Context: an optimization exercise on an open-source flow, tuned for small area and a short achievable clock period. The choices shown serve that exercise and are no tape-out recipe. Only simulation tests tie the RTL to the original design; equivalence was not proved. Power is estimated from default activity; no workload was simulated.

===== flow/config.mk =====
export PLATFORM = sky130hd
export DESIGN_NAME = omt_pe_tile
export DESIGN_NICKNAME = omt_pe_tile
export VERILOG_FILES = /design/flow/design.v
export SDC_FILE = /design/flow/constraint.sdc
export NUM_CORES = 8
export LEC_CHECK = 0
export CAP_MARGIN = 35
export CORE_MARGIN = 2
export CORE_UTILIZATION = 30
export CTS_CLUSTER_DIAMETER = 90
export CTS_CLUSTER_SIZE = 24
export PLACE_DENSITY = 0.45
export SETUP_SLACK_MARGIN = 4.95
export SLEW_MARGIN = 20

===== flow/constraint.sdc =====
create_clock -name core_clock -period 8.0 [get_ports {clk}]
set_input_delay 1.6000 -clock core_clock [delete_from_list [all_inputs] [get_ports {clk}]]
set_output_delay 1.6000 -clock core_clock [all_outputs]
set_load 0.01 [all_outputs]

===== flow/design.v =====
module omt_pe (
    input  wire        clk,
    input  wire [15:0] asel,        
    input  wire [15:0] bsel,        
    input  wire        fwd_a,       
    input  wire        fwd_b,
    input  wire        pwrite_a,    
    input  wire        wbit,        
    input  wire        rst_b,       
    input  wire        use_w,       
    input  wire [15:0] wmem_n,      
    input  wire [20:16] pw_n,       
    input  wire        wc_n,        
    input  wire        wm_n,        
    input  wire        wf_n,        
    input  wire        wx_n,
    input  wire        wy_n,
    input  wire        mask_mode,
    input  wire        rsel_k,      
    input  wire        rsel_m,      
    input  wire [3:0]  ksel,        
    input  wire        sel_own,     
    input  wire        sel_n,       
    input  wire        sel_e,
    input  wire        sel_s,
    input  wire        sel_w,
    input  wire        bconst,      
    input  wire [7:0]  tt_r,
    input  wire [7:0]  tt_c,
    input  wire        src_n,       
    input  wire        src_e,
    input  wire        src_s,
    input  wire        src_w,
    output reg         b_raw,
    output wire        rbit,
    output wire        f_out,
    output wire        m_out
);
    reg [15:0] mem;
    reg c_r, m_r, f_r, x_r, y_r;
    reg a_raw;
    wire dw;
    wire wr_en;    
    wire rd_a = |(asel & mem);
    wire rd_b = |(bsel & mem);
    always @(posedge clk) begin
        a_raw <= pwrite_a ? wbit : (fwd_a & wr_en) ? dw : rd_a;
        b_raw <= (fwd_b & wr_en) ? dw : rd_b;
    end
    wire b_bit = (sel_own & b_raw) | (sel_n & src_n) | (sel_e & src_e) |
                 (sel_s & src_s) | (sel_w & src_w) | bconst;
    wire k_bit = (ksel[0] & c_r) | (ksel[1] & f_r) | (ksel[2] & x_r) |
                 (ksel[3] & y_r);
    wire [2:0] idx = {a_raw, b_bit, k_bit};
    wire r  = tt_r[idx];
    wire g  = tt_c[idx];
    wire en = mask_mode | m_r;
    assign wr_en = en | use_w;
    assign dw = use_w ? a_raw : r;
    wire dc = use_w ? a_raw : g;
    wire dm = rst_b | (use_w ? a_raw : r);
    integer j;
    always @(posedge clk) begin
        for (j = 0; j < 16; j = j + 1)
            if (!wmem_n[j] & wr_en)
                mem[j] <= dw;
        if (!(pw_n[16] & (wc_n | ~en))) c_r <= dc;
        if (!(pw_n[17] & wm_n))          m_r <= dm;
        if (!(pw_n[18] & (wf_n | ~en))) f_r <= dw;
        if (!(pw_n[19] & (wx_n | ~en))) x_r <= dw;
        if (!(pw_n[20] & (wy_n | ~en))) y_r <= dw;
    end
    assign rbit = a_raw | (rsel_k & k_bit) | (rsel_m & m_r);
    assign f_out = f_r;
    assign m_out = m_r;
endmodule
module omt_beacon (
    input  wire        clk,
    input  wire        rst,
    input  wire        req,         
    input  wire [63:0] f,
    input  wire [63:0] m,
    output reg         valid,
    output reg         res_or,
    output reg  [6:0]  count,
    output reg  [5:0]  first,
    output reg         none
);
    wire [63:0] resp = f & m;
    reg [3:0] rcnt [0:7];
    reg [2:0] rfst [0:7];
    reg       v1;
    integer r, i;
    reg [3:0] c8;
    reg [2:0] f8;
    always @(posedge clk) begin
        v1 <= req & ~rst;
        for (r = 0; r < 8; r = r + 1) begin
            c8 = 4'd0;
            f8 = 3'd0;
            for (i = 0; i < 8; i = i + 1)
                c8 = c8 + {3'd0, resp[8*r+i]};
            for (i = 7; i >= 0; i = i - 1)
                if (resp[8*r+i]) f8 = i[2:0];
            rcnt[r] <= c8;
            rfst[r] <= f8;
        end
    end
    reg [5:0] hcnt [0:1];
    reg [4:0] hfst [0:1];
    reg       hany [0:1];
    reg       v2;
    integer h;
    reg [5:0] c32;
    reg [4:0] f32;
    reg       a32;
    always @(posedge clk) begin
        v2 <= v1 & ~rst;
        for (h = 0; h < 2; h = h + 1) begin
            c32 = 6'd0;
            f32 = 5'd0;
            a32 = 1'b0;
            for (i = 0; i < 4; i = i + 1)
                c32 = c32 + {2'd0, rcnt[4*h+i]};
            for (i = 3; i >= 0; i = i - 1)
                if (|rcnt[4*h+i]) begin
                    f32 = {i[1:0], rfst[4*h+i]};
                    a32 = 1'b1;
                end
            hcnt[h] <= c32;
            hfst[h] <= f32;
            hany[h] <= a32;
        end
    end
    always @(posedge clk) begin
        valid  <= v2 & ~rst;
        res_or <= hany[0] | hany[1];
        none   <= ~(hany[0] | hany[1]);
        count  <= {1'b0, hcnt[0]} + {1'b0, hcnt[1]};
        first  <= hany[0] ? {1'b0, hfst[0]} : {1'b1, hfst[1]};
    end
endmodule
module omt_pe_tile (
    input  wire         clk,
    input  wire         rst,
    input  wire         cmd_valid,
    input  wire [1:0]   cmd_op,
    input  wire [3:0]   a_addr,
    input  wire [3:0]   b_addr,
    input  wire [3:0]   w_addr,
    input  wire [2:0]   b_src,
    input  wire [1:0]   k_src,
    input  wire [7:0]   tt_r,
    input  wire [7:0]   tt_c,
    input  wire [2:0]   dest,
    input  wire         carry_en,
    input  wire         mask_mode,
    input  wire [1:0]   bcn_req,
    input  wire [7:0]   edge_mode,     
    input  wire [15:0]  b_const,
    input  wire [4:0]   plane_sel,
    input  wire [63:0]  plane_wdata,
    output reg          rd_valid,
    output reg  [63:0]  rd_data,
    output wire         bcn_valid,
    output wire         bcn_or,
    output wire [6:0]   bcn_count,
    output wire [5:0]   bcn_first,
    output wire         bcn_none
);
    localparam ROWS = 8;
    localparam COLS = 8;
    localparam NPE  = ROWS * COLS;
    wire v      = cmd_valid & ~rst;
    wire exec   = v && (cmd_op == 2'd0);
    wire pwrite = v && (cmd_op == 2'd1);
    wire pread  = v && (cmd_op == 2'd2);
    wire [4:0] a_row = pread ? plane_sel : {1'b0, a_addr};
    reg         rst_c, exec_c, pwrite_c, pread_c, bcn_c, mask_c, carry_c;
    reg  [3:0]  w_addr_c;
    reg  [2:0]  dest_c, b_src_c;
    reg  [1:0]  k_src_c;
    reg  [7:0]  edge_c, ttr_c, ttc_c;
    reg  [4:0]  plane_c;
    reg         bconst_c;
    reg  [15:0] asel_c, bsel_c;
    reg         fwd_a_c, fwd_b_c;
    reg  [63:0] wdata_c;
    function writes_row;
        input [4:0] x;
        begin
            writes_row = rst_c ||
                (exec_c && (dest_c == 3'd1) && ({1'b0, w_addr_c} == x)) ||
                (pwrite_c && (plane_c == x));
        end
    endfunction
    integer j;
    always @(posedge clk) begin
        rst_c    <= rst;
        exec_c   <= exec;
        pwrite_c <= pwrite;
        pread_c  <= pread;
        bcn_c    <= exec && (bcn_req == 2'd1 || bcn_req == 2'd2);
        mask_c   <= mask_mode;
        carry_c  <= carry_en;
        w_addr_c <= w_addr;
        dest_c   <= dest;
        b_src_c  <= b_src;
        k_src_c  <= k_src;
        edge_c   <= edge_mode;
        ttr_c    <= tt_r;
        ttc_c    <= tt_c;
        plane_c  <= plane_sel;
        bconst_c <= b_const[b_addr];
        for (j = 0; j < 16; j = j + 1) begin
            asel_c[j] <= (exec || pread) && (a_row == j);
            bsel_c[j] <= exec && (b_addr == j);
        end
        fwd_a_c  <= (exec || pread) && !a_row[4] && writes_row(a_row);
        fwd_b_c  <= exec && writes_row({1'b0, b_addr});
        wdata_c  <= plane_wdata;
    end
    wire bs_own = exec_c && (b_src_c == 3'd0);
    wire bs_n   = exec_c && (b_src_c == 3'd1);
    wire bs_e   = exec_c && (b_src_c == 3'd2);
    wire bs_s   = exec_c && (b_src_c == 3'd3);
    wire bs_w   = exec_c && (b_src_c == 3'd4);
    wire n_wrap = bs_n && (edge_c[1:0] == 2'd1);
    wire n_refl = bs_n && (edge_c[1:0] == 2'd2);
    wire e_wrap = bs_e && (edge_c[3:2] == 2'd1);
    wire e_refl = bs_e && (edge_c[3:2] == 2'd2);
    wire s_wrap = bs_s && (edge_c[5:4] == 2'd1);
    wire s_refl = bs_s && (edge_c[5:4] == 2'd2);
    wire w_wrap = bs_w && (edge_c[7:6] == 2'd1);
    wire w_refl = bs_w && (edge_c[7:6] == 2'd2);
    reg         rst_b, use_w_b, pread_b, bcn_b, mask_b;
    reg  [15:0] wmem_nb;    
    reg  [20:16] pw_nb;     
    reg         rsel_k_b, rsel_m_b;
    reg         wc_nb, wm_nb, wf_nb, wx_nb, wy_nb;     
    reg  [3:0]  ksel_b;
    reg         bs_n_b, bs_e_b, bs_s_b, bs_w_b;
    reg         n_wrap_b, e_wrap_b, s_wrap_b, w_wrap_b;
    reg         own_b, own_n_b, own_e_b, own_s_b, own_w_b;
    reg         own_ne_b, own_nw_b, own_se_b, own_sw_b;
    reg         bconst_b;
    reg  [7:0]  ttr_b, ttc_b;
    always @(posedge clk) begin
        rst_b   <= rst_c;
        use_w_b <= rst_c || pwrite_c;
        pread_b <= pread_c && !rst;
        bcn_b   <= bcn_c && !rst;
        mask_b  <= mask_c;
        for (j = 0; j < 16; j = j + 1)
            wmem_nb[j] <= !writes_row(j);
        for (j = 16; j < 21; j = j + 1) begin
            pw_nb[j]  <= !(rst_c || (pwrite_c && (plane_c == j)));
        end
        rsel_k_b <= pread_c && (plane_c == 5'd16 || plane_c == 5'd18 ||
                                plane_c == 5'd19 || plane_c == 5'd20);
        rsel_m_b <= pread_c && (plane_c == 5'd17);
        wc_nb <= !(exec_c && carry_c);
        wm_nb <= !(exec_c && (dest_c == 3'd5));
        wf_nb <= !(exec_c && (dest_c == 3'd2));
        wx_nb <= !(exec_c && (dest_c == 3'd3));
        wy_nb <= !(exec_c && (dest_c == 3'd4));
        if (pread_c) begin
            ksel_b[0] <= (plane_c == 5'd16);
            ksel_b[1] <= (plane_c == 5'd18);
            ksel_b[2] <= (plane_c == 5'd19);
            ksel_b[3] <= (plane_c == 5'd20);
        end else begin
            for (j = 0; j < 4; j = j + 1)
                ksel_b[j] <= (k_src_c == j);
        end
        bs_n_b   <= bs_n;
        bs_e_b   <= bs_e;
        bs_s_b   <= bs_s;
        bs_w_b   <= bs_w;
        n_wrap_b <= n_wrap;
        e_wrap_b <= e_wrap;
        s_wrap_b <= s_wrap;
        w_wrap_b <= w_wrap;
        own_b    <= bs_own;
        own_n_b  <= bs_own | n_refl;
        own_e_b  <= bs_own | e_refl;
        own_s_b  <= bs_own | s_refl;
        own_w_b  <= bs_own | w_refl;
        own_ne_b <= bs_own | n_refl | e_refl;
        own_nw_b <= bs_own | n_refl | w_refl;
        own_se_b <= bs_own | s_refl | e_refl;
        own_sw_b <= bs_own | s_refl | w_refl;
        bconst_b <= exec_c && (b_src_c == 3'd6) && bconst_c;
        ttr_b    <= ttr_c;
        ttc_b    <= ttc_c;
    end
    wire [NPE-1:0] braw;
    wire [NPE-1:0] f_all;
    wire [NPE-1:0] m_all;
    wire [NPE-1:0] rbit;
    genvar r, c;
    generate
        for (r = 0; r < ROWS; r = r + 1) begin : g_row
            for (c = 0; c < COLS; c = c + 1) begin : g_col
                localparam P = r * COLS + c;
                wire sn, se, ss, sw, so, xn, xe, xs, xw;
                assign sn = (r > 0) ? bs_n_b : n_wrap_b;
                assign xn = (r > 0) ? braw[P - COLS] : braw[(ROWS-1)*COLS + c];
                assign se = (c < COLS-1) ? bs_e_b : e_wrap_b;
                assign xe = (c < COLS-1) ? braw[P + 1] : braw[r*COLS];
                assign ss = (r < ROWS-1) ? bs_s_b : s_wrap_b;
                assign xs = (r < ROWS-1) ? braw[P + COLS] : braw[c];
                assign sw = (c > 0) ? bs_w_b : w_wrap_b;
                assign xw = (c > 0) ? braw[P - 1] : braw[r*COLS + COLS-1];
                assign so = (r == 0 && c == COLS-1) ? own_ne_b :
                            (r == 0 && c == 0)      ? own_nw_b :
                            (r == ROWS-1 && c == COLS-1) ? own_se_b :
                            (r == ROWS-1 && c == 0) ? own_sw_b :
                            (r == 0)        ? own_n_b :
                            (c == COLS-1)   ? own_e_b :
                            (r == ROWS-1)   ? own_s_b :
                            (c == 0)        ? own_w_b : own_b;
                omt_pe u_pe (
                    .clk       (clk),
                    .asel      (asel_c),
                    .bsel      (bsel_c),
                    .fwd_a     (fwd_a_c),
                    .fwd_b     (fwd_b_c),
                    .pwrite_a  (pwrite_c),
                    .wbit      (wdata_c[P]),
                    .rst_b     (rst_b),
                    .use_w     (use_w_b),
                    .wmem_n    (wmem_nb),
                    .pw_n      (pw_nb),
                    .wc_n      (wc_nb),
                    .wm_n      (wm_nb),
                    .wf_n      (wf_nb),
                    .wx_n      (wx_nb),
                    .wy_n      (wy_nb),
                    .mask_mode (mask_b),
                    .rsel_k    (rsel_k_b),
                    .rsel_m    (rsel_m_b),
                    .ksel      (ksel_b),
                    .sel_own   (so),
                    .sel_n     (sn),
                    .sel_e     (se),
                    .sel_s     (ss),
                    .sel_w     (sw),
                    .bconst    (bconst_b),
                    .tt_r      (ttr_b),
                    .tt_c      (ttc_b),
                    .src_n     (xn),
                    .src_e     (xe),
                    .src_s     (xs),
                    .src_w     (xw),
                    .b_raw     (braw[P]),
                    .rbit      (rbit[P]),
                    .f_out     (f_all[P]),
                    .m_out     (m_all[P])
                );
            end
        end
    endgenerate
    always @(posedge clk) begin
        rd_valid <= pread_b & ~rst;
        rd_data  <= rbit;
    end
    reg bcn_q2;
    always @(posedge clk)
        bcn_q2 <= bcn_b & ~rst;
    omt_beacon u_beacon (
        .clk   (clk),
        .rst   (rst),
        .req   (bcn_q2),
        .f     (f_all),
        .m     (m_all),
        .valid (bcn_valid),
        .res_or(bcn_or),
        .count (bcn_count),
        .first (bcn_first),
        .none  (bcn_none)
    );
endmodule

===== flow/flow/run.sh =====
#!/bin/bash
# Layout flow: the standard ORFS flow (standard.sh), with two changes to
# how the layout is made:
#  - synthesis maps the logic with an area-oriented ABC script
#    (flow/abc_area_nf.script) in place of ORFS's abc_speed.script; the
#    rest of the synthesis (registers included) is the standard one;
#  - ports are buffered with sky130_fd_sc_hd__buf_1 (resized later by the
#    timing repair where needed).
# Each tool's output is in the ORFS logs under orfs/logs/; make's own output
# is in flow_make.log.
set -euo pipefail
W=$(pwd)
rm -rf "$W/flow_scripts"
cp -r "$FLOW_HOME/scripts" "$W/flow_scripts"
cp "$W/flow/abc_area_nf.script" "$W/flow_scripts/abc_speed.script"
bash "$W/standard.sh" SCRIPTS_DIR="$W/flow_scripts" \
    BUFFER_PORTS_ARGS="-buffer_cell sky130_fd_sc_hd__buf_1" finish \
    > "$W/flow_make.log" 2>&1

===== flow/flow/abc_area_nf.script =====
&get -n
&st
&dch -f
&nf -R 1000 -a
&put

===== flow/standard.sh =====
#!/bin/bash
# synth_recipe.tcl (not shown) runs the flow's synth.tcl, then flattens the netlist and writes it again
# the make line also repeats each setting of config.mk as NAME=value (left out here)
make -C /OpenROAD-flow-scripts/flow DESIGN_CONFIG=/design/flow/config.mk WORK_HOME=/design/flow/orfs CLKGATE_MAP_FILE= SYNTH_SCRIPT=/design/flow/synth_recipe.tcl "${@:-finish}"

==> run summary, run 1 <==
- The flow ran to the end and the layout has no timing, DRC or antenna violations.
- The setup slack of the worst register-to-register path is 4800 ps.
- Once the floorplan was initialized, standard cells occupied 30.15% of the core.
- The placer's final routability congestion estimate is 0.9320.
- IR analysis of the VDD net gives a maximum drop of 0.0001738 V.
- Clock skew on the completed layout was measured at 90.55 ps.
- The headroom to the max-slew limit is 22.78%.
- The synthesized instance count is 6992.
- The H-tree depth is 3.
- The power per cell area is 236.4 mW/mm2.
- The fmax is 312.3 MHz.
- The total length of routed met2 wires is 198.8 mm.
- The horizontal extent of the die is 536.6 um.
- The element type at the critical path end is a flop.
- The max-slew violation total from the final report is 0.
- The average instance in the mapped netlist occupies 12.17 um2.
- The via count normalized by instance count is 6.534.
- The HPWL after detailed placement is 262.6 mm.
- The clock root buffer is clkbuf_16.
- The number of antenna violations at the first check in global routing is 35.
- In this run the remaining antenna-violating nets after routing total 0.
- In this run the core area contains 195 standard-cell rows.
- The async set-reset flop share out of synthesis is 0%.
- The via count of the first global-routing pass is 71550.
- The placement-stage cell area is 0.09364 mm2.
- The top metal layer carrying routed signals is met5.
- Synthesis produced a netlist with a net count of 7229.
- The pre-antenna-repair detailed-routing pass consisted of 14 iterations.
- Setup repair after global routing could not meet its margin everywhere.
- Across the run, the number of max-cap violations was 0.
- Detailed routing inserted a total of 75500 vias.
- After detailed routing, the average wire length per cell comes to 39.53 um.
- For the pin with the worst max-slew slack, the measured transition is 1158 ps.
- The total length of routed met3 wires is 55.88 mm.
- The clock drives 1854 sinks.
- The share of cells above drive strength 1 is 12.88%.
- The later pin in the worst-skew pair is clocked with a latency of 980 ps.
- The worst min-delay path category is reg2reg.
- The final total negative setup slack is 0 ps.
- In the finished design, the share of the clock period the worst path needs comes to 40.03%.
- TritonCTS built the clock tree.
- The maximum net fanout on the critical path is 37.
- The CTS buffer count is 122.
- The hold violation count in the final report is 0.
- The global-route usage over all layers is 30.56%.
- For this run, design rule violations remaining after detail routing come to 0.
- During I/O placement, the number of pins put on the boundary was 219.
- The routed design has 456.8 mm of wire.
- By startpoint and endpoint, the worst setup path is classified as reg2reg.
- The global-route wire length before repair is 609.1 mm.
- After detailed routing, the wire length on met1 is 170.9 mm.
- The count of distinct cell types in the synthesized netlist is 45.
- The kind of start point of the critical path is a flop.
- The number of storage elements in the synthesis netlist is 1854.
- In the layout the commonest cells are edfxtp_1 (1344), nor2_1 (1209), nand2_1 (586), a222oi_1 (541), mux2i_1 (512).
- The final critical-path required period is 3203 ps.
- The die height is 536.6 um.
- The static power due to leakage is 0.03430 uW.
- The number of buffers inserted by port buffering is 218.
- Relative to the synthesized area, the layout overhead comes to 16.36%.
- The floorplan step defined a core boundary enclosing 0.2823 mm2.
- The leading cell type in the layout, fill and taps excluded is edfxtp_1.
- For the worst setup path, the data required time is 8910 ps.
- The design area is 0.09902 mm2.
- For this run the aggregate overflow at the end of global routing stands at 0.
- The dominant register cell in the synthesized netlist is edfxtp_1.
- At the worst endpoint, the arrival time is 4110 ps.
- In this run, the number of DRC markers left after iteration 0 of detailed routing was 14820.
- Setup violations remaining at the end of the flow were counted as 0.
- The number of warning messages in the yosys log is 8.
- Sequential elements use 59.42% of the synthesized area.
- Entering global routing, the biggest net connects 141 pins.
- The end-of-flow core utilization is 35.08%.
- The final net count is 7923.
- The summed instance area of the synthesized netlist is 0.08510 mm2.
- The die footprint is 0.2879 mm2.
- Yosys mapped a number of flops with a built-in enable equal to 1344.
- The deepest clock path buffer count is 4.
- The clock transition time at the flip-flop clock pins of the worst setup and hold paths is 100 ps.
## metal layers
metal  up-vias  track usage [%]
met2      5883            46.20
met1     38520            38.99
met4         8            18.45
li1      29710                -
met3      1375            8.225
met5         -                0
## final timing paths
kind	from	to	cells past startpoint
setup / recovery	bs_e_b	g_row[3].g_col[3].u_pe.a_raw	9
hold / removal	ttc_c[4]	ttc_b[4]	0
setup reg to reg	bs_e_b	g_row[3].g_col[3].u_pe.a_raw	9
hold reg to reg	ttc_c[4]	ttc_b[4]	0
## where the power goes
| part | switching [uW] | leakage, uW | internal [uW] |
|---|---|---|---|
| logic | 2380 | 0.0145 | 1330 |
| clock network | 4030 | 0.00209 | 3240 |
| registers | 862 | 0.0177 | 11600 |
| total | 7270 | 0.0343 | 16100 |
## state kept, by name, summed over array words and instances, names as in the netlist, 24 cells and up
| name | flops |
|---|---|
| g_row.g_col.u_pe.x_r | 64 |
| g_row.g_col.u_pe.f_r | 64 |
| g_row.g_col.u_pe.mem | 1024 |
| g_row.g_col.u_pe.a_raw | 64 |
| g_row.g_col.u_pe.y_r | 64 |
| g_row.g_col.u_pe.m_r | 64 |
| u_beacon.rcnt | 32 |
| g_row.g_col.u_pe.c_r | 64 |
| g_row.g_col.u_pe.b_raw | 64 |
| rd_data | 64 |
| u_beacon.rfst | 24 |
| wdata_c | 64 |
## area by class of cell
class / count / area [um2]
Fill cell: 27930 / 183300
Sequential cell: 1854 / 50920
Multi-Input combinational cell: 5019 / 34570
Tap cell: 3743 / 4683
Timing Repair Buffer: 568 / 4024
Clock buffer: 147 / 3334
Clock inverter: 80 / 978.4
Inverter: 121 / 462.9
Antenna cell: 22 / 55.05
## Yosys cell counts, drive strengths merged, types with 2 or more instances
library cell	instances	area [um2]
a32oi	7	61.31
mux4	128	2883
nand3b	6	45.04
nand2b	10	62.56
nand4	130	813.3
nor2	1210	4542
ha	54	675.7
edfxtp	1344	40360
and2	23	143.9
o21bai	4	30.03
a21o	7	52.55
a31oi	26	162.7
a22o	31	271.5
o311a	2	20.02
o21ai	525	2628
or3	65	406.6
a31o	9	78.83
nor3	81	405.4
a222oi	541	5415
or2	67	419.2
nor3b	5	37.54
a21oi	139	695.7
a22oi	306	2297
dfxtp	510	10210
and4	34	297.8
nor4	8	50.05
clkinv	121	454.2
a221oi	99	867.1
mux2i	516	5165
a211oi	32	240.2
or4	7	52.55
mux2	7	78.83
xor2	12	105.1
xnor2	21	183.9
o21a	25	187.7
fa	45	900.9
and3	54	337.8
nand3	24	120.1
nand2	659	2474
nor2b	23	143.9
a221o	64	640.6
a21boi	8	60.06
## per-stage QoR
step | power [uW] | hold WS, ps | cells | setup slack [ps]
final | 23410 | 330.4 | 11550 | 4797
after global routing | 24180 | 340.9 | 11530 | 4861
after CTS | 23340 | 331.2 | 11480 | 4855
after detailed placement | 16130 | 313.2 | 11240 | 4380
after global placement | 16040 | 318.9 | 11230 | 4357
after floorplan | 14390 | 309.5 | 6992 | 4875
## timing repair
item                       in CTS  in global routing
setup endpoints to repair     201                113
hold buffers                    0                  0
setup buffers                  16                 46
gates resized for setup       157                 67
pin swaps                       6                 52
cloned                          0                  2
## critical path: stages, from the launching register on
cell and delay (ps):
dfxtp_2 460, buf_6 260, a222oi_1 1030, nand2_1 140, buf_4 210, mux4_2 310
o21ai_4 220, buf_4 220, a31oi_1 90, o21ai_0 180
## kinds of logic (layout without fill, tap and decap cells)
kind of cell	after synthesis	in the layout	synth area share, %
buf+inv	121	916	0.5337
fa+ha+maj	99	99	1.853
other cells	0	22	0
mux	651	651	9.549
xor+xnor	33	33	0.3396
simple gates	2407	2408	12.17
compound gates	1827	1828	16.13
flops	1854	1854	59.42
==> run 2, diff against run 1 <==
--- a/flow/design.v
+++ b/flow/design.v
@@ -51,9 +51,11 @@
                  (sel_s & src_s) | (sel_w & src_w) | bconst;
     wire k_bit = (ksel[0] & c_r) | (ksel[1] & f_r) | (ksel[2] & x_r) |
                  (ksel[3] & y_r);
-    wire [2:0] idx = {a_raw, b_bit, k_bit};
-    wire r  = tt_r[idx];
-    wire g  = tt_c[idx];
+    wire [3:0] tr_a = a_raw ? tt_r[7:4] : tt_r[3:0];
+    wire [3:0] tc_a = a_raw ? tt_c[7:4] : tt_c[3:0];
+    wire [1:0] bk   = {b_bit, k_bit};
+    wire r  = tr_a[bk];
+    wire g  = tc_a[bk];
     wire en = mask_mode | m_r;
     assign wr_en = en | use_w;
     assign dw = use_w ? a_raw : r;
==> run 2 against run 1 <==
Sequential share of layout area down 0.098 points. Largest cell class unchanged. Die area up 1.1%. Combinational power down 5.9%. Non-clock buffer count down 98. Largest power group unchanged.
==> run summary, run 2 <==
- The run finished with no timing, DRC or antenna violations.
- STA classifies the critical path endpoint as a flop.
- After Yosys synthesis, full adders, half adders and majority gates account for 1.832% of the synthesized area.
- In this run the worst setup path terminates at g_row[1].g_col[3].u_pe.a_raw.
- Summed over all instances, the cell type with the most area after synthesis is edfxtp_1.
- For this run, the top clock speed supported by timing is 314.6 MHz.
- Multiplexer cells account for 4.766% of the synthesized area.
- The clock root buffer is clkbuf_16.
- Row generation in the floorplan step produced 196 rows.
- Once detailed placement completed, the half-perimeter wirelength came to 266.4 mm.
- The number of buffers inserted by port buffering is 218.
- The register with the most flip-flops in the layout has 1024 of them.
- The initial cell density of the core is 30.16%.
- The post-synthesis share of cell area spent on xor and xnor gates is 0.3360%.
- The count of flip-flops with a built-in enable after synthesis is 1344.
- The die covers 0.2911 mm2.
- In the final layout, the share of cells above drive strength 1 is 9.079%.
- Counting cells, the worst reg-to-reg path comes to 7.
- Clock tree synthesis found a total of 1854 sinks.
- The most used standard cell by instance count after synthesis is edfxtp_1.
- The path class of the tightest hold or removal check is reg2reg.
- The worst pin sits at a relative slew slack of 27.92%.
- Of the total synthesized cell area, the portion taken by AND, OR, NAND and NOR gates is 13.17%.
- Clock-pin slew was measured on the worst setup and hold paths at 100 ps.
- The clock tree from TritonCTS is yes.
- The congestion estimate from routability-driven global placement came to 0.9196.
- The average wire per cell in the routed design is 38.00 um.
- The H-tree depth is 3.
- The share of Yosys cell area claimed by the top area cell type is 46.91%.
- The fraction of the cycle the final worst path needs is 39.73%.
- The summed instance area of the synthesized netlist is 0.08603 mm2.
- Using the TritonRoute via totals, the vias-per-cell ratio works out to 6.495.
- By count the netlist is led by edfxtp_1 (1344), nor2_1 (1281), nand2_1 (576).
- Setup violations remaining at the end of the flow were counted as 0.
- The CTS buffer count is 123.
- The count of vias placed by the detailed router is 77910.
- The total power is 23320 uW.
- The power per cell area is 235.0 mW/mm2.
- Entering global routing, the biggest net connects 118 pins.
- The first global-routing pass estimated 607.2 mm of wire.
- Net switching is 31.42% of the power.
- Of all nets on the critical path, the largest fanout is 26.
- In the layout the commonest cells are edfxtp_1 (1344), nor2_1 (1281), nand2_1 (566), a222oi_1 (535), o21ai_0 (532).
- The hold violation count in the final report came to 0.
- The number of antenna violations at the first check in global routing was 47.
- Setup repair after global routing could not meet its margin everywhere.
- The kind of start point of the critical path is a flop.
- The worst endpoint required time is 8920 ps.
- The dominant register cell in the synthesized netlist is edfxtp_1.
- At the end of the flow, the number of nets in the layout was 8329.
- The region available for standard cell placement spans 0.2852 mm2.
- The share of power burned in the clock network is 31.2%.
- The setup slack of the worst register-to-register path is 4820 ps.
- The count of pins on the block boundary is 219.
- The static power due to leakage is 0.03362 uW.
- Once layout is complete, the cells apart from fillers number 12000.
- The via count of the first global-routing pass is 71840.
- When the netlist entered floorplanning its net count stood at 7734.
- Sequential cells burn 53.8% of the power.
- After detailed placement, the total cell area comes to 0.09392 mm2.
- The final total negative setup slack is 0 ps.
- The count of nets left with antenna violations once routing finished came out at 0.
- After routing the design area is 0.09921 mm2.
- The post-route clock skew is 75.93 ps.
- The number of detailed-routing iterations run before antenna repair is 12.
- For this run the aggregate overflow at the end of global routing stands at 0.
- The layout overhead on the synthesized area is 15.31%.
- The Yosys step of the flow raised 8 warnings.
- For this run, design rule violations remaining after detail routing come to 0.
- By area, the combinational part of the netlist is dominated by compound AO/OA/AOI/OAI gates.
- A synthesized cell averages 11.48 um2.
- The proportion of power drawn by combinational gates is 15.0%.
- The worst path needs 3178 ps of the cycle, external delays included.
- Counting flops per register, the top entry is g_row.g_col.u_pe.mem.
- The routed design has 455.8 mm of wire.
- The max-slew violation total from the final report is 0.
- Tracing the worst setup path back leads to its startpoint at asel_c[0].
- The startpoint identified for the worst register-to-register timing path is asel_c[0].
- The max-capacitance violation count is 0.
- The worst IR drop on VDD is 0.0002229 V.
- The critical path in this run is classified as reg2reg.
- The iteration-0 DRC count of the detailed router is 16030.
- Once placement completed, the tool counted placed cells totaling 11690.
- The data arrival time at the worst-slack endpoint is 4100 ps.
- The sequential element share of the synthesized area is 58.78%.
- At the later pin of the worst-skew pair, clock insertion delay measures 970 ps.
- The count of hold-fix buffers inserted at cts is 0.
- Ranked by total cell area, the synthesized netlist is headed by edfxtp_1 (47%), dfxtp_1 (12%), a222oi_1 (6.2%).
- The number of storage elements in the synthesis netlist is 1854.
- The global-route usage over all layers is 29.87%.
- The share of the synthesized area in compound gates (AO/OA/AOI/OAI) is 20.36%.
- The die height is 539.5 um.
- The switching power is 7325 uW.
- The async set-reset flop share out of synthesis is 0%.
- Internal power comes to 15990 uW.
- The capture point of the worst reg-to-reg path is g_row[1].g_col[3].u_pe.a_raw.
- At the pin with the least slew margin, the transition time is 1081 ps.
- In the synthesized netlist, the number of instances is 7497.
- The library cell used most frequently in the layout, excluding fill and tap cells, is edfxtp_1.
- The number of different library cells used by synthesis comes to 43.
- In this run the horizontal extent of the chip is 539.5 um.
- The deepest clock path buffer count is 4.
run 2: cell count changes after synthesis, moves of 64 or more:
cell / before / now
a211oi_1: 32 / 322
mux2i_1: 516 / 260
a21oi_1: 139 / 276
mux4_2: 128 / 0
mux2_1: 7 / 133
nor2b_1: 23 / 149
a22oi_1: 306 / 222
nand2_1: 659 / 576
nor2_1: 1210 / 1281
a21o_1: 7 / 71
or2_0: 67 / 3
run 2: critical path: stages (launching register included):
cell,delay [ps]
dfxtp_4,570
buf_4,740
buf_6,590
a222oi_1,220
nand4_1,160
a211oi_1,60
a311oi_1,630
a21o_1,140
run 2: worst min path at each step:
stage | from | to | slack (ps) | cells past startpoint
floorplan | mask_c | mask_b | 310 | 0
global placement | ttr_c[3] | ttr_b[3] | 310 | 0
detailed placement | ttc_c[3] | ttc_b[3] | 310 | 0
CTS | ttr_c[3] | ttr_b[3] | 330 | 0
global route | ttc_c[4] | ttc_b[4] | 350 | 0
finish | ttr_c[3] | ttr_b[3] | 330 | 0
run 2: stage by stage:
stage	hold slack [ps]	utilization (%)	worst slack (ps)
4_1_cts	332.8	34.58	4917
3_5_place_dp	311.8	32.93	4384
6_report	330.1	34.78	4822
3_3_place_gp	314.2	32.80	4420
2_1_floorplan	309.5	-	4886
5_1_grt	345.2	34.76	4832
run 2: cell type report:
class                           count  area [um2]
Clock buffer                      144        3251
Sequential cell                  1854       50910
Antenna cell                       39       97.59
Inverter                          173       764.5
Fill cell                       28450      186000
Timing Repair Buffer              470        3433
Tap cell                         3762        4707
Multi-Input combinational cell   5470       34980
Clock inverter                     84        1062
run 2: cell families (layout without fill, tap and decap cells):
| group | Yosys count | after routing |
|---|---|---|
| simple gates | 2572 | 2572 |
| buf+inv | 173 | 871 |
| xor+xnor | 33 | 33 |
| compound gates | 2373 | 2373 |
| flops | 1854 | 1854 |
| other cells | 0 | 39 |
| mux | 393 | 393 |
| fa+ha+maj | 99 | 99 |
run 2: power groups by stage:
stage               Clock [uW]  Sequential [uW]  Combinational (uW)
CTS                       7390            12500                3350
finish                    7270            12500                3490
global placement             0            12700                3210
floorplan                    0            12400                1910
global route              7690            12600                3770
detailed placement           0            12700                3290
run 2: layer usage:
layer	vias up	GRT usage [%]	part of all wire [%]	wire length, um
li1	31420	-	-	-
met3	1224	7.348	12	55000
met4	10	15.96	6.1	27660
met5	-	0	0.014	64
met2	5858	44.89	43	195900
met1	39390	39.48	39	177200
run 2: repair_timing:
action / CTS / global route
pin swaps: 0 / 29
resized for setup: 168 / 77
endpoints found under the setup margin: 996 / 688
setup buffers: 10 / 24
hold endpoints to repair: 0 / 0
==> run 3, diff against run 2 <==
==> flow/flow/run.sh (replaced) <==
#!/bin/bash
# Layout flow: the standard ORFS flow (standard.sh), with these changes
# to how the layout is made:
#  - synthesis maps the logic with an area-oriented ABC script
#    (flow/abc_area_nf.script) in place of ORFS's abc_speed.script; the
#    rest of the synthesis (registers included) is the standard one;
#  - sky130_fd_sc_hd__a222oi_1 is added to the platform's don't-use cells
#    (it has no stronger size, so the timing repair cannot fix it when it
#    ends up driving a long wire);
#  - ports are buffered with sky130_fd_sc_hd__buf_1 (resized later by the
#    timing repair where needed).
# Each tool's output is in the ORFS logs under orfs/logs/; make's own output
# is in flow_make.log.
set -euo pipefail
W=$(pwd)
rm -rf "$W/flow_scripts"
cp -r "$FLOW_HOME/scripts" "$W/flow_scripts"
cp "$W/flow/abc_area_nf.script" "$W/flow_scripts/abc_speed.script"
DU="$(sed -n '/DONT_USE_CELLS/,/^$/p' "$FLOW_HOME/platforms/sky130hd/config.mk" \
      | grep -o 'sky130_fd_sc_hd__[a-z0-9_]*' | tr '\n' ' ')sky130_fd_sc_hd__a222oi_1"
echo "DONT_USE_CELLS=$DU" > "$W/flow_dont_use.txt"
bash "$W/standard.sh" SCRIPTS_DIR="$W/flow_scripts" \
    BUFFER_PORTS_ARGS="-buffer_cell sky130_fd_sc_hd__buf_1" \
    DONT_USE_CELLS="$DU" finish \
    > "$W/flow_make.log" 2>&1
==> run 3 against run 2 <==
Critical endpoint is now g_row[0].g_col[3].u_pe.b_raw. Global-route usage is 0.19 points lower. Cell count increased by 1.7%. Still clean. Critical path depth unchanged. Utilization about the same. Design area up 0.89%. Largest power group unchanged. Synthesized cell count up 2.5%. Die area rose by 0.93%. Clock power fell by 0.6%. Synthesized area rose by 0.94%. Highest routed layer unchanged.
==> run summary, run 3 <==
- The count of flip-flops with a built-in enable after synthesis is 1344.
- The capture point of the worst reg-to-reg path is g_row[0].g_col[3].u_pe.b_raw.
- For this design the ratio of total power to cell area is 232.4 mW/mm2.
- The H-tree was split into 3 levels.
- The count of vias placed by the detailed router is 78150.
- Measured in cells, the most critical reg-to-reg path has a length of 7.
- The die footprint is 0.2938 mm2.
- The horizontal extent of the die is 542.0 um.
- The worst hold path belongs to the class reg2reg.
- The average wire per cell in the routed design is 37.09 um.
- The net count after synthesis is 7919.
- For the pin with the worst max-slew slack, the measured transition is 1038 ps.
- The total congestion overflow after global routing is 0.
- Once detail routing completed, the nets flagged for antenna violations numbered 0.
- In the final timing run, aggregate negative setup slack is 0 ps.
- The kind of start point of the critical path is a flop.
- Sequential elements use 58.23% of the synthesized area.
- The synthesized instance count is 7682.
- Synthesis instantiated 43 different standard cells from the library.
- The global-route usage over all layers is 29.68%.
- The hold violation count in the final report is 0.
- The deepest clock path buffer count is 4.
- For this design, the sink count on the clock tree is 1854.
- The floorplan has 197 rows.
- The max-slew violation total from the final report came to 0.
- The dominant register cell in the synthesized netlist is edfxtp_1.
- The tree is rooted in a clkbuf_16.
- For this run, the number of Yosys warnings is 8.
- In the layout the commonest cells are edfxtp_1 (1344), nor2_1 (1158), a22oi_1 (993), o21ai_0 (577), nand2_1 (473).
- The average cell area after synthesis is 11.30 um2.
- By area the synthesized netlist is led by edfxtp_1 (46%), dfxtp_1 (12%), a22oi_1 (8.6%).
- The worst register-to-register path begins at g_row[0].g_col[3].u_pe.b_raw.
- Once the floorplan was initialized, standard cells occupied 30.16% of the core.
- Between clock sinks in the finished design, the worst skew comes to 73.42 ps.
- The post-route netlist has 8.803% of its cells at a drive strength greater than 1.
- The largest net degree at the start of global routing is 109.
- The HPWL after detailed placement is 272.8 mm.
- The hold path startpoint is ttc_c[0].
- The later-pin clock latency in the skew report is 950 ps.
- Counting tap cells, the placed design contains a total of 11910 instances.
- In the synthesized netlist, the cells that appear most often are edfxtp_1 (1344), nor2_1 (1158), a22oi_1 (996).
- The max-capacitance violation count is 0.
- The core region is 0.2879 mm2.
- The flow ran to the end and the layout has no timing, DRC or antenna violations.
- The summed instance area of the synthesized netlist is 0.08684 mm2.
- The via count of the first global-routing pass is 73980.
- The cell type with the largest total area after synthesis is edfxtp_1.
- The layout overhead on the synthesized area is 15.25%.
- Along the worst path, the maximum fanout reaches 5.
- The die height is 542.0 um.
- The number of storage elements in the synthesis netlist is 1854.
- The headroom to the max-slew limit is 30.83%.
- After detailed routing, the total wire length is 452.4 mm.
- The CTS buffer count is 123.
- After detailed routing, the number of vias per cell comes to 6.407.
- The count of placed standard cells in the final layout, fillers left out is 12200.
- 219 I/O pins were placed.
- The register name with the most flops is g_row.g_col.u_pe.mem.
- The number of detailed-routing iterations run before antenna repair is 6.
- The worst-case IR drop observed on VDD is 0.0001900 V.
- The worst setup path is captured at a flop.
- The worst setup path category is reg2reg.
- In this run, post-CTS hold repair placed 0 buffers.
- The static power due to leakage is 0.03327 uW.
- The final critical-path required period is 3065 ps.
- The number of antenna violations at the first check in global routing came to 44.
- The net count of the finished layout is 8528.
- TritonCTS built the clock tree.
- Setup repair after global routing could not meet its margin everywhere.
- The number of stages on the worst hold path is 0.
- The fmax is 326.3 MHz.
- STA puts the critical path data required time at 8760 ps.
- Setup violations remaining at the end of the flow were counted as 0.
- The data arrival time at the worst-slack endpoint is 3830 ps.
- The library cell used most frequently in the layout, excluding fill and tap cells, is edfxtp_1.
- The register with the most flip-flops in the layout has 1024 of them.
- The number of DRC violations after detailed routing is 0.
- After synthesis, the largest area contributor takes up 46.47% of total cell area.
- The clock transition time at the flip-flop clock pins of the worst setup and hold paths is 90 ps.
- The async set-reset flop share out of synthesis is 0%.
- Routability-driven placement finished with a final weighted congestion of 0.9406.
- The worst hold path terminates at ttc_b[0].
- Dividing the final minimum period by the clock period gives 38.31%.
- The count of buffers added on input and output ports is 218.
- The first global-routing pass estimated 612.3 mm of wire.
- By instance count, the leading cell after synthesis is edfxtp_1.
- The iteration-0 DRC count of the detailed router is 12150.
- The setup slack of the worst register-to-register path is 4940 ps.
[run 3: kinds of logic (layout without fill, tap and decap cells)]
group           count (synthesis)  after routing  synth area share [%]
mux                           521            521                 6.197
compound gates               2725           2725                 21.19
xor+xnor                       33             33                0.3328
other cells                     0             22                     0
flops                        1854           1854                 58.23
simple gates                 2287           2287                 11.53
fa+ha+maj                      99             99                 1.815
buf+inv                       163            876                0.7046
[run 3: how the worst max path moves through the flow]
stage / endpoint / startpoint / slack (ps)
3_3_place_gp: fwd_a_c / rst / 4420
6_report: g_row[0].g_col[3].u_pe.b_raw / g_row[0].g_col[3].u_pe.b_raw / 4940
4_1_cts: rd_data[58] / rd_data[58] / 4910
3_5_place_dp: fwd_a_c / rst / 4450
2_1_floorplan: g_row[6].g_col[3].u_pe.m_r / use_w_b / 4810
5_1_grt: g_row[2].g_col[0].u_pe.a_raw / ksel_b[0] / 4830
[run 3: final cells by class]
cell class,count,area (um2)
antenna,22,55.05
clock buffer,151,3299
clock inverter,78,1001
fill,28880,187800
inverter,163,759.5
multi-input combinational,5665,35840
sequential,1854,50920
tap,3781,4731
timing repair buffer,481,3460
timing repair inverter,3,20.02
[run 3: critical path, stage by stage, from the launching register on]
cell and delay [ps]:
dfxtp_1 560, a22oi_1 610, and3_1 560, o21ai_0 170, a21oi_1 150, a21oi_1 50, o21a_1 230, o21ai_0 540
[run 3: what timing repair did]
action / 4_1_cts / 5_1_grt
gates resized for setup: 143 / 84
setup buffers: 12 / 20
setup endpoints to repair: 818 / 632
cloned: 0 / 3
pin swaps: 0 / 24
hold endpoints to repair: 0 / 0
[run 3: routing by layer]
metal / part of all wire, % / GRT usage (%) / wire length (um) / vias to the layer above
li1: - / - / - / 31720
met1: 39 / 39.27 / 178600 / 39460
met2: 43 / 44.96 / 194400 / 5676
met3: 11 / 5.898 / 48660 / 1292
met4: 6.8 / 17.31 / 30710 / 6
met5: 0.011 / 0 / 49 / -
[run 3: per-stage QoR]
| stage | power [uW] | setup WS [ps] | utilization (%) | hold WS, ps | cell area [um2] |
|---|---|---|---|---|---|
| floorplan | 14310 | 4812 | - | 309.5 | 86890 |
| global placement | 15930 | 4418 | 32.83 | 312.2 | 94520 |
| detailed placement | 16010 | 4451 | 32.93 | 314.0 | 94810 |
| CTS | 23180 | 4907 | 34.56 | 331.1 | 99490 |
| global route | 24030 | 4835 | 34.75 | 337.8 | 100000 |
| finish | 23260 | 4935 | 34.76 | 329.1 | 100100 |
[run 3: power by group]
| group | switching (uW) | leakage, uW | total, uW | internal, uW |
|---|---|---|---|---|
| Combinational | 2330 | 0.0135 | 3460 | 1130 |
| Clock | 4010 | 0.00207 | 7230 | 3210 |
| Sequential | 976 | 0.0177 | 12600 | 11600 |
| Total | 7320 | 0.0333 | 23300 | 15900 |
==> run 4, diff against run 3 <==
==> flow/flow/abc_area_nf.script (replaced) <==
&get -n
&st
&dch -f
&nf -R 1000 -a
&st
&dch -f
&nf -R 1000 -a
&put
==> run 4 against run 3 <==
Largest cell class unchanged. Via count is 3.0% lower. Fmax is 4.8% lower. Combinational power is 5% higher. First-iteration DRC count is 19% higher. Power is 1.3% higher. Still clean on timing, DRC and antenna. Sequential share of layout area is 0.60 points higher. Synthesized area is 1.6% lower.
==> run summary, run 4 <==
- The flow ran to the end and the layout has no timing, DRC or antenna violations.
- In this run the worst path has a maximum fanout of 40.
- For this configuration, the core starts out at a cell density of 30.21%.
- The worst register-to-register path has a depth of 6.
- The number of buffers and inverters on the critical path is 2.
- The async set-reset flop share out of synthesis is 0%.
- The worst setup path category is reg2reg.
- The HPWL after detailed placement is 264.7 mm.
- The worst endpoint required time is 8760 ps.
- The post-route worst setup slack is 4781 ps.
- The global-route wire length before repair is 617.0 mm.
- For this design the ratio of total power to cell area is 238.2 mW/mm2.
- The cell repeated most along the worst path is buf_4.
- The setup slack of the worst register-to-register path is 4780 ps.
- Cells with a size suffix above 1 make up 13.18% of the layout.
- The clock tree from TritonCTS is yes.
- The slowest cell on the critical path is buf_4.
- The die is 537.6 um tall.
- After synthesis, the largest family of logic cells by area is compound AO/OA/AOI/OAI gates.
- The iteration-0 DRC count of the detailed router is 14420.
- Of the total synthesized cell area, the portion taken by full adders, half adders and majority gates is 1.846%.
- Sorting the synthesized cells by area gives the leading types as edfxtp_1 (47%), dfxtp_1 (12%), a22oi_1 (7.5%).
- Leaving out fill and tap cells, the most frequent cell in the layout is edfxtp_1.
- The source of the worst register-to-register timing path is ttr_b[7].
- Setup total negative slack on the finished layout was measured at 0 ps.
- The hold violation count in the final report came to 0.
- By count the netlist is led by edfxtp_1 (1344), nor2_1 (1166), a22oi_1 (852).
- The floorplan step set the die width to 537.6 um.
- Setup repair after global routing could not meet its margin everywhere.
- The endpoint identified for the worst register-to-register timing path is g_row[4].g_col[3].u_pe.b_raw.
- The worst hold path belongs to the class reg2reg.
- The worst IR drop on VDD is 0.0002933 V.
- Summing all non-filler instances in the final layout gives an area of 0.09890 mm2.
- The most used flip-flop cell after synthesis is edfxtp_1.
- The global-route usage over all layers is 30.91%.
- The number of endpoints failing setup at the final stage is 0.
- The share of the synthesized area in compound gates (AO/OA/AOI/OAI) is 18.33%.
- For the pin with the worst max-slew slack, the measured transition is 1076 ps.
- Global routing used 46.13% of the available met2 tracks.
- The region available for standard cell placement spans 0.2828 mm2.
- Hold timing on the final database bottoms out at a slack of 316.9 ps.
- The multiplexer area fraction after synthesis is 8.362%.
- In this design, the stage delay of the slowest critical-path cell is 700 ps.
- The worst pin sits at a relative slew slack of 28.28%.
- The number of nets with antenna violations after detailed routing is 0.
- The layout overhead on the synthesized area is 15.78%.
- The element type at the critical path end is a flop.
- The count of pins on the block boundary is 219.
- Grouping stages by cell kind, the critical path spends the most delay in buffers and inverters.
- The number of warning messages in the yosys log is 8.
- The busiest layer in global routing is met2.
- The clock drives 1854 sinks.
- The die footprint is 0.2890 mm2.
- Dividing the detail-routed wire length by the instance count gives 40.42 um.
- After clock tree synthesis, the clock-pin slew on the worst setup and hold paths is 100 ps.
- The kind of start point of the critical path is a flop.
- The placer's final routability congestion estimate is 0.9154.
- The H-tree depth is 3.
- The cell type with the largest total area after synthesis is edfxtp_1.
- The final critical-path required period is 3219 ps.
- The net count after synthesis is 7147.
- A synthesized cell averages 12.36 um2.
- The count of hold-fix buffers inserted at cts is 0.
- The count of flip-flops with a built-in enable after synthesis is 1344.
- Traced cell by cell, the critical path runs through buf_4, buf_4, mux4_2, mux2i_1, o21a_1, o21ai_0.
- The largest net degree at the start of global routing is 121.
- The max-slew violation total from the final report is 0.
- The static power due to leakage is 0.03296 uW.
- Using the TritonRoute via totals, the vias-per-cell ratio works out to 6.658.
- The flip-flop count of the largest register, all copies and words added is 1024.
- The placement-stage worst setup slack is 4236 ps.
- The area share of and/or/nand/nor cells after synthesis is 11.19%.
- The synthesized instance count is 6910.
- The clock root buffer is clkbuf_16.
- The register name with the most flops is g_row.g_col.u_pe.mem.
- Based on the critical path, the design can be clocked at up to 310.6 MHz.
- In the layout the commonest cells are edfxtp_1 (1344), nor2_1 (1166), a22oi_1 (852), o21ai_0 (415), dfxtp_1 (406).
- The later pin in the worst-skew pair is clocked with a latency of 970 ps.
- Across the run, the number of max-cap violations was 0.
- The count of vias placed by the detailed router is 75830.
- The placement-stage cell area is 0.09344 mm2.
- The met1 track demand over resource in global routing is 40.07%.
- The sequential element share of the synthesized area is 59.20%.
- The end of the worst hold path is ttr_b[2].
- The overall routed net length is 460.4 mm.
- The final net count is 7759.
- Port buffering added 218 buffers.
- The via count of the first global-routing pass is 72240.
- The number of DRC violations after detailed routing is 0.
- The number of storage elements in the synthesis netlist is 1854.
- The synthesized netlist devotes 0.3076% of its cell area to XOR and XNOR gates.
- The routing usage on met3 is 8.539%.
- For this run the aggregate overflow at the end of global routing stands at 0.
- The share of Yosys cell area claimed by the top area cell type is 47.24%.
- In the finished design, the share of the clock period the worst path needs comes to 40.24%.
- The worst hold path passes through 0 cells.
- The number of antenna violations at the first check in global routing is 51.
- Counting the buffers created by CTS gives 124.
- The hold path startpoint is ttr_c[2].
- The number of detailed-routing iterations run before antenna repair is 8.
- The most used standard cell by instance count after synthesis is edfxtp_1.
- The synthesized netlist contains 41 unique library cells.
- The count of standard-cell rows is 195.
- The synthesized netlist occupies a cell area of 0.08542 mm2.
- The data arrival time at the worst-slack endpoint is 3980 ps.
- The clock passes through at most 4 buffers.
- Clock skew on the completed layout was measured at 93.61 ps.
## run 4: changes by cell type after synthesis, sizes merged, moves of 84 or more
cell and delta:
a21oi -292, mux2i -256, mux4 +256, o21ai -170
a22oi -144, mux2 -128, nand2 -122, a221oi +106
nand3 +103, a22o +84, and3 -84
## run 4: cell type report
| type | instances | area [um2] |
|---|---|---|
| Sequential cell | 1854 | 50910 |
| Antenna cell | 20 | 50.05 |
| Tap cell | 3743 | 4683 |
| Clock inverter | 82 | 1013 |
| Multi-Input combinational cell | 4880 | 34390 |
| Fill cell | 27930 | 183900 |
| Clock buffer | 149 | 3427 |
| Inverter | 176 | 789.5 |
| Timing Repair Buffer | 486 | 3646 |
## run 4: kinds of logic (layout without fill, tap and decap cells)
kind of cell	Yosys count	in the layout
compound gates	2165	2165
xor+xnor	30	30
fa+ha+maj	99	99
buf+inv	176	893
flops	1854	1854
mux	393	393
other cells	0	20
simple gates	2193	2193
## run 4: through the flow
stage | power, uW | instances | util (%)
2_1_floorplan | 14320 | 6910 | -
3_3_place_gp | 16080 | 11070 | 32.88
3_5_place_dp | 16170 | 11090 | 33.04
4_1_cts | 23540 | 11350 | 34.81
5_1_grt | 24290 | 11370 | 34.96
6_report | 23550 | 11390 | 34.98
## run 4: worst max path at each step
stage / start / endpoint / slack [ps] / depth (start not counted)
after floorplan: rst / fwd_a_c / 4790 / 7
after global placement: rst / fwd_a_c / 4160 / 8
after detailed placement: ksel_b[2] / g_row[1].g_col[5].u_pe.mem[14] / 4240 / 7
after CTS: rd_data[29] / rd_data[29] / 4910 / 1
after global routing: g_row[5].g_col[0].u_pe.f_r / u_beacon.rcnt[5][1] / 4880 / 9
final: ttr_b[7] / g_row[4].g_col[3].u_pe.b_raw / 4780 / 6
## run 4: timing repair
action,in CTS,in global routing
buffers inserted,29,15
pin swaps,1,26
resized for setup,141,77
endpoints found under the setup margin,1396,593
## run 4: worst reg2reg max path: stages (launching register included)
cell and delay [ps]:
dfxtp_2 320, buf_4 680, buf_4 780, mux4_2 400, mux2i_1 70, o21a_1 240, o21ai_0 540
## run 4: power by group
part | internal [uW] | switching [uW]
logic | 1280 | 2360
clock network | 3370 | 4020
registers | 11600 | 927
## run 4: routing by layer
layer / share of wire, % / wire length [um] / up-vias
li1: - / - / 29140
met1: 37 / 171200 / 38490
met2: 43 / 197000 / 6606
met3: 13 / 60860 / 1588
met4: 6.8 / 31290 / 14
met5: 0.022 / 100 / -
==> run 5, diff against run 4 <==
==> flow/flow/abc_area_nf.script (replaced) <==
&get -n
&st
&dch -f
&nf -R 1000 -a
&put
--- a/flow/config.mk
+++ b/flow/config.mk
@@ -7,7 +7,7 @@
 export LEC_CHECK = 0
 export CAP_MARGIN = 35
 export CORE_MARGIN = 2
-export CORE_UTILIZATION = 30
+export CORE_UTILIZATION = 35
 export CTS_CLUSTER_DIAMETER = 90
 export CTS_CLUSTER_SIZE = 24
 export PLACE_DENSITY = 0.45
==> run 5 against run 4 <==
Still clean on timing, DRC and antenna. Clock skew shrank 53 ps. Die area shrank 13%. Synthesized cell count grew 11%. Critical endpoint is now g_row[0].g_col[3].u_pe.a_raw. Flip-flop and latch count is the same. First-iteration DRC count shrank 13%. Highest routed layer unchanged. Fmax grew 2.2%. Routed wire length shrank 3.2%. Power shrank 1.8%. Critical path depth grew 1. Design area is essentially flat.
==> run summary, run 5 <==
- The core region is 0.2464 mm2.
- Once layout is done, the placed cells without fillers occupy 0.09898 mm2.
- The placement-stage cell area is 0.09405 mm2.
- The placer's final routability congestion estimate is 0.9604.
- The die height is 502.1 um.
- Setup repair after global routing could not meet its margin everywhere.
- The initial cell density of the core is 35.25%.
- The count of cells in the finished layout, fillers not included, comes to 11710.
- The main combinational cell family by area after synthesis is compound AO/OA/AOI/OAI gates.
- The final net count is 8517.
- The via count of the first global-routing pass is 73740.
- The average cell area after synthesis is 11.30 um2.
- In this run the power density over the cells is 233.6 mW/mm2.
- The share of cells above drive strength 1 is 7.803%.
- Buffers placed on the I/O ports in this run total 218.
- The share of the synthesized area in compound gates (AO/OA/AOI/OAI) is 21.19%.
- In the synthesized netlist, the number of instances is 7682.
- The number of endpoints failing setup at the final stage is 0.
- TritonCTS built the clock tree.
- In the post-route analysis, the smallest setup slack over all paths is 4851 ps.
- The total congestion overflow after global routing is 0.
- The gate family responsible for the most delay along the worst path is buffers and inverters.
- The final critical-path required period is 3149 ps.
- The fmax is 317.6 MHz.
- The max-slew violation total from the final report is 0.
- The count of pins on the block boundary is 219.
- The flip-flop count of the largest register, all copies and words added is 1024.
- Across the VDD grid, the largest voltage drop is 0.0002096 V.
- The cell type with the largest total area after synthesis is edfxtp_1.
- The fraction of the cycle the final worst path needs is 39.36%.
- The data arrival time at the worst-slack endpoint is 3920 ps.
- The count of vias placed by the detailed router is 77800.
- The maximum net fanout on the critical path is 25.
- The element type at the critical path end is a flop.
- The via count normalized by instance count is 6.644.
- The commonest cells after synthesis are edfxtp_1 (1344), nor2_1 (1158), a22oi_1 (996).
- The summed instance area of the synthesized netlist is 0.08684 mm2.
- Clock tree synthesis selected as its root buffer the cell clkbuf_16.
- The clock arrives with 40.21 ps of skew.
- The multiplexer area fraction after synthesis is 6.197%.
- Clock-pin slew was measured on the worst setup and hold paths at 100 ps.
- The worst pin sits at a relative slew slack of 27.51%.
- After Yosys synthesis, XOR and XNOR cells account for 0.3328% of the synthesized area.
- The async set-reset flop share out of synthesis is 0%.
- The HPWL after detailed placement is 270.8 mm.
- Yosys mapped a number of flops with a built-in enable equal to 1344.
- The number of detailed-routing iterations run before antenna repair is 9.
- By area the synthesized netlist is led by edfxtp_1 (46%), dfxtp_1 (12%), a22oi_1 (8.6%).
- The transition time at the pin with the least slew margin is 1087 ps.
- The H-tree was split into 3 levels.
- The max-capacitance violation count is 0.
- The detailed router finished its first iteration with 12530 violations.
- Power comes to 23120 uW.
- The run finished with no timing, DRC or antenna violations.
- The number of sinks driven by the clock tree is 1854.
- Of the total synthesized cell area, the portion taken by full adders, half adders and majority gates is 1.815%.
- The global-route wire length before repair is 604.7 mm.
- In the layout the commonest cells are edfxtp_1 (1344), nor2_1 (1158), a22oi_1 (993), o21ai_0 (577), nand2_1 (473).
- The placement-stage worst setup slack is 4415 ps.
- The count of standard-cell rows is 182.
- Entering global routing, the biggest net connects 149 pins.
- TritonCTS created 119 clock buffers.
- The kind of start point of the critical path is a flop.
- The number of storage elements in the synthesis netlist is 1854.
- The count of distinct cell types in the synthesized netlist is 43.
- The largest single stage delay on the critical path is 870 ps.
- The final layout contains routed wiring with a total length of 445.8 mm.
- Compared with the post-synthesis result, the final layout area differs by 13.98%.
- For this run, design rule violations remaining after detail routing come to 0.
- The floorplan step set the die width to 502.1 um.
- By startpoint and endpoint, the worst setup path is classified as reg2reg.
- The number of instances in the placed design is 11430.
- Of the total synthesized cell area, the portion taken by AND, OR, NAND and NOR gates is 11.53%.
- The slowest stage of the critical path belongs to the cell dfxtp_4.
- The leading cell type in the layout, fill and taps excluded is edfxtp_1.
- The share of Yosys cell area claimed by the top area cell type is 46.47%.
- At the later pin of the worst-skew pair, clock insertion delay measures 850 ps.
- The analysis attributes to cell leakage a power of 0.03284 uW.
- The final total negative setup slack is 0 ps.
- The number of buffers and inverters on the critical path is 2.
- Once detail routing completed, the nets flagged for antenna violations numbered 0.
- Yosys printed 8 warnings.
- The deepest clock path buffer count is 3.
- The hold violation count in the final report is 0.
- The register name with the most flops is g_row.g_col.u_pe.mem.
- The signal on the critical path passes through buf_6, buf_4, a22oi_1, nand3_1, a211oi_1, a311oi_1, a21o_1.
- The most used standard cell by instance count after synthesis is edfxtp_1.
- The floorplan step defined a die boundary enclosing 0.2521 mm2.
- The worst min-delay path category is reg2reg.
- The global-route usage over all layers is 34.27%.
- In the final routed layout, each cell accounts on average for 38.07 um.
- The number of antenna violations at the first check in global routing is 48.
- In the synthesized netlist the dominant register cell turns out to be edfxtp_1.
- The layout filler cell count is 24210.
- The share of the Yosys chip area taken by registers is 58.23%.
- STA puts the critical path data required time at 8770 ps.
- The net count after synthesis is 7919.
## run 5: cell types whose count changed after synthesis, sizes merged, moves of 41 or more
cell / previous run / this run
a21oi: 86 / 378
a221oi: 255 / 149
a22o: 243 / 159
a22oi: 852 / 996
a31oi: 103 / 170
and3: 2 / 86
mux2: 5 / 133
mux2i: 132 / 388
mux4: 256 / 0
nand2: 357 / 479
nand3: 205 / 102
nand4: 133 / 174
o21ai: 418 / 588
## run 5: stage by stage
stage / hold WS [ps] / util, %
floorplan: 309.5 / -
global placement: 314.2 / 38.11
detailed placement: 313.8 / 38.17
CTS: 330.7 / 39.97
global route: 338.9 / 40.16
finish: 329.5 / 40.17
## run 5: worst register-to-register path: cells and delay by family (launching register included)
kind	cells	cell delay, ps
DFF	1	870
buffers and inverters	2	1150
AOI/OAI and AO/OA	4	950
and+or+nand+nor	1	120
## run 5: path summary, 6_finish.rpt
path | startpoint | end | slack [ps] | cells past startpoint
worst max-delay path | asel_c[14] | g_row[0].g_col[3].u_pe.a_raw | 4850 | 7
worst min-delay path | mask_c | mask_b | 330 | 0
worst max register to register | asel_c[14] | g_row[0].g_col[3].u_pe.a_raw | 4850 | 7
worst min register to register | mask_c | mask_b | 330 | 0
## run 5: cell families (layout without fill, tap and decap cells)
family / after synthesis / after routing
other cells: 0 / 16
mux: 521 / 521
fa+ha+maj: 99 / 99
flops: 1854 / 1854
simple gates: 2287 / 2287
buf+inv: 163 / 862
compound gates: 2725 / 2725
xor+xnor: 33 / 33
## run 5: final cells by class
| cell class | count | area (um2) | share of cell area, % |
|---|---|---|---|
| repair inverters | 6 | 32.53 | 0.03287 |
| well taps | 3312 | 4144 | 4.187 |
| repair buffers | 471 | 3077 | 3.108 |
| diodes | 16 | 40.04 | 0.04045 |
| inverters | 163 | 755.7 | 0.7635 |
| clock inverters | 87 | 1075 | 1.086 |
| multi-input cells | 5665 | 35820 | 36.19 |
| flip-flops and latches | 1854 | 50900 | 51.42 |
| clock buffers | 135 | 3133 | 3.165 |
## run 5: power by group
part	internal, uW	switching, uW
sequential	11600	979
clock	3180	3950
combinational	1110	2310
total	15900	7240
## run 5: timing repair
action | in CTS | in global routing
hold endpoints to repair | 0 | 0
gates resized for setup | 51 | 72
gates cloned | 0 | 6
endpoints found under the setup margin | 733 | 694
pin swaps | 0 | 18
buffers inserted | 13 | 14
hold buffers | 0 | 0
## run 5: per-layer routing
metal / track usage (%) / share of wire (%) / up-vias
met5: 0 / 0.037 / -
met4: 17.24 / 6.0 / 22
li1: - / - / 31710
met2: 52.12 / 43 / 5281
met1: 45.94 / 40 / 39600
met3: 7.466 / 11 / 1186
==> run 6, diff against run 5 <==
--- a/flow/config.mk
+++ b/flow/config.mk
@@ -7,9 +7,9 @@
 export LEC_CHECK = 0
 export CAP_MARGIN = 35
 export CORE_MARGIN = 2
-export CORE_UTILIZATION = 35
+export CORE_UTILIZATION = 30
 export CTS_CLUSTER_DIAMETER = 90
 export CTS_CLUSTER_SIZE = 24
 export PLACE_DENSITY = 0.45
-export SETUP_SLACK_MARGIN = 4.95
+export SETUP_SLACK_MARGIN = 5.0
 export SLEW_MARGIN = 20
==> run 6 against run 5 <==
Largest power group unchanged. Routed wire length rose by 3.1%. Clock skew is 15 ps higher. Critical path depth stayed put. Combinational power grew 3%. Non-clock buffer count rose by 26. Worst setup slack improved by 130 ps. Count of clock-buffer cells in the layout up 3. Synthesized area did not move.
==> run summary, run 6 <==
- The clock root buffer is clkbuf_16.
- The floorplan step set the die height to 542.0 um.
- Summed over all nets, the half-perimeter wirelength after detailed placement is 272.4 mm.
- A synthesized cell averages 11.30 um2.
- The via count of the first global-routing pass was 73890.
- Dividing the detail-routed via count by the number of cells gives 6.414.
- The share of total power dissipated in sequential elements is 53.8%.
- Routability-driven placement finished with a final weighted congestion of 0.9502.
- The kind of start point of the critical path is a flop.
- The count of distinct cell types in the synthesized netlist is 43.
- The worst register-to-register path has a setup slack of 4980 ps.
- The top cell types in the final layout, fill and taps aside, are edfxtp_1 (1344), nor2_1 (1158), a22oi_1 (996), o21ai_0 (576), nand2_1 (468).
- The worst setup path is of the reg2reg kind.
- The floorplan has 197 rows.
- During placement, the flow inserted port buffers numbering 218.
- The tightest hold path in the finished design has a slack of 328.4 ps.
- For this block, the routed nets add up to 459.6 mm of wire.
- In this run the static leakage power is 0.03349 uW.
- In the final timing run, aggregate negative setup slack is 0 ps.
- Counting buffers and inverters, the worst setup path is 7 cells deep.
- Of the total synthesized cell area, the portion taken by full adders, half adders and majority gates is 1.815%.
- The layout overhead on the synthesized area is 15.77%.
- The most used standard cell by instance count after synthesis is edfxtp_1.
- The global-route usage over all layers is 30.06%.
- By count the netlist is led by edfxtp_1 (1344), nor2_1 (1158), a22oi_1 (996).
- For this run, the post-layout net count is 8544.
- The horizontal extent of the die is 542.0 um.
- The post-synthesis share of cell area spent on xor and xnor gates is 0.3328%.
- Of the synthesized area, sequential elements account for 58.23%.
- The cell-internal power is 15970 uW.
- Walking the worst path, the cells encountered are buf_6, buf_4, a22oi_1, nand4_1, a211oi_1, a311oi_1, a21o_1.
- Synthesis produced 7682 cells.
- The global-route wire length before repair is 617.1 mm.
- The worst endpoint required time is 8850 ps.
- The flip-flop count of the largest register, all copies and words added is 1024.
- The tool flagged a number of max-cap violations equal to 0.
- The run finished with no timing, DRC or antenna violations.
- The synthesized netlist devotes 11.53% of its cell area to simple gates.
- The share of the synthesized area in compound gates (AO/OA/AOI/OAI) is 21.19%.
- The hold violation count in the final report is 0.
- No sink is reached through more buffers than the 4 on the longest clock path.
- The data arrival time at the worst-slack endpoint is 3870 ps.
- The worst setup path is captured at a flop.
- The number of storage elements in the synthesis netlist is 1854.
- The worst-case IR drop observed on VDD is 0.0002239 V.
- The CTS buffer count is 121.
- Cells with a size suffix above 1 make up 9.907% of the layout.
- Ranked by total cell area, the synthesized netlist is headed by edfxtp_1 (46%), dfxtp_1 (12%), a22oi_1 (8.6%).
- The async set-reset flop share out of synthesis is 0%.
- Along the worst hold path, the cell count comes to 0.
- The top cell type by area accounts for 46.47% of the synthesized area.
- The count of flip-flops with a built-in enable after synthesis is 1344.
- The source of the worst register-to-register timing path is asel_c[13].
- For this run, the top clock speed supported by timing is 330.8 MHz.
- The hold path startpoint is ttc_c[0].
- Entering global routing, the biggest net connects 141 pins.
- The max-slew violation total from the final report is 0.
- During synthesis, Yosys emitted a total of 8 warnings.
- The die footprint is 0.2938 mm2.
- The library cell used most frequently in the layout, excluding fill and tap cells, is edfxtp_1.
- Subtracting the final worst setup slack from the clock period gives 3023 ps.
- The maximum net fanout on the critical path is 25.
- The gate family responsible for the most delay along the worst path is buffers and inverters.
- The average wire per cell in the routed design is 37.64 um.
- After synthesis, the largest family of logic cells by area is compound AO/OA/AOI/OAI gates.
- The power per cell area is 231.6 mW/mm2.
- The number of DRC violations after detailed routing is 0.
- The number of antenna violations at the first check in global routing is 38.
- The H-tree depth is 3.
- Among all flip-flop cells after synthesis, the most frequent one is edfxtp_1.
- The worst hold path terminates at ttc_b[0].
==> run 6: changes by cell type in the layout (fill, tap and decap cells not counted), moves of 9 or more <==
cell	before	now
buf_6	11	72
dfxtp_1	419	364
buf_4	215	225
inv_2	11	20
buf_1	216	137
buf_2	3	27
clkinv_1	107	93
dfxtp_2	5	62
buf_16	3	13
==> run 6: worst max path at each step <==
stage | startpoint | endpoint | slack (ps)
final | asel_c[13] | g_row[1].g_col[5].u_pe.a_raw | 4980
after global routing | ksel_b[2] | g_row[7].g_col[7].u_pe.a_raw | 4930
after CTS | u_beacon.first[1] | bcn_first[1] | 4950
after detailed placement | ksel_b[2] | g_row[4].g_col[7].u_pe.a_raw | 4440
after global placement | rst | fwd_a_c | 4410
after floorplan | use_w_b | g_row[6].g_col[3].u_pe.m_r | 4810
==> run 6: stage by stage <==
stage	utilization [%]	cells	total power [uW]	setup WS (ps)	instance area [um2]
after floorplan	-	7682	14310	4812	86890
after global placement	32.81	11900	15920	4411	94470
after detailed placement	32.96	11920	16000	4440	94890
after CTS	34.65	12160	23190	4954	99770
after global routing	34.91	12200	24070	4926	100500
final	34.92	12210	23280	4977	100500
==> run 6: power by group through the flow <==
stage	combinational [uW]	sequential, uW	clock, uW
3_5_place_dp	3270	12700	0
6_report	3550	12500	7200
2_1_floorplan	1880	12400	0
5_1_grt	3810	12600	7640
4_1_cts	3370	12500	7310
3_3_place_gp	3150	12800	0
==> run 6: cell type report <==
type	count	area, um2
antenna	20	50.05
clock buffer	138	3156
clock inverter	86	1036
fill	28850	187400
inverter	163	765.7
multi-input combinational	5665	35870
sequential	1854	50960
tap	3781	4731
timing repair buffer	497	3943
timing repair inverter	5	30.03
==> run 6: per-layer routing <==
metal | wire (um) | GRT usage [%] | part of all wire (%) | vias to the layer above
met4 | 32770 | 17.52 | 7.1 | 10
met2 | 198400 | 45.82 | 43 | 5435
met1 | 178200 | 38.99 | 39 | 39780
met3 | 50110 | 6.852 | 11 | 1319
li1 | - | - | - | 31770
met5 | 59 | 0.04932 | 0.013 | -
==> run 6: logic make-up (layout without fill, tap and decap cells) <==
group | Yosys count | count (layout)
simple gates | 2287 | 2287
other cells | 0 | 20
flops | 1854 | 1854
xor+xnor | 33 | 33
compound gates | 2725 | 2725
mux | 521 | 521
buf+inv | 163 | 889
fa+ha+maj | 99 | 99
==> run 6: repair_timing <==
action	CTS	global route
cloned	0	5
resized for setup	221	132
pin swaps	0	33
buffers inserted	20	22
setup endpoints to repair	932	765
hold endpoints to repair	0	0
hold buffers	0	0

Re-timed with assumed drivers on the ports (clkbuf_16 on the clock, buf_2 on other inputs), run 6 has 4.907 ns of setup slack against 4.977 ns with ideal ports, and 4.464 ns once port delays also move by the mid clock arrival of 1.021 ns.
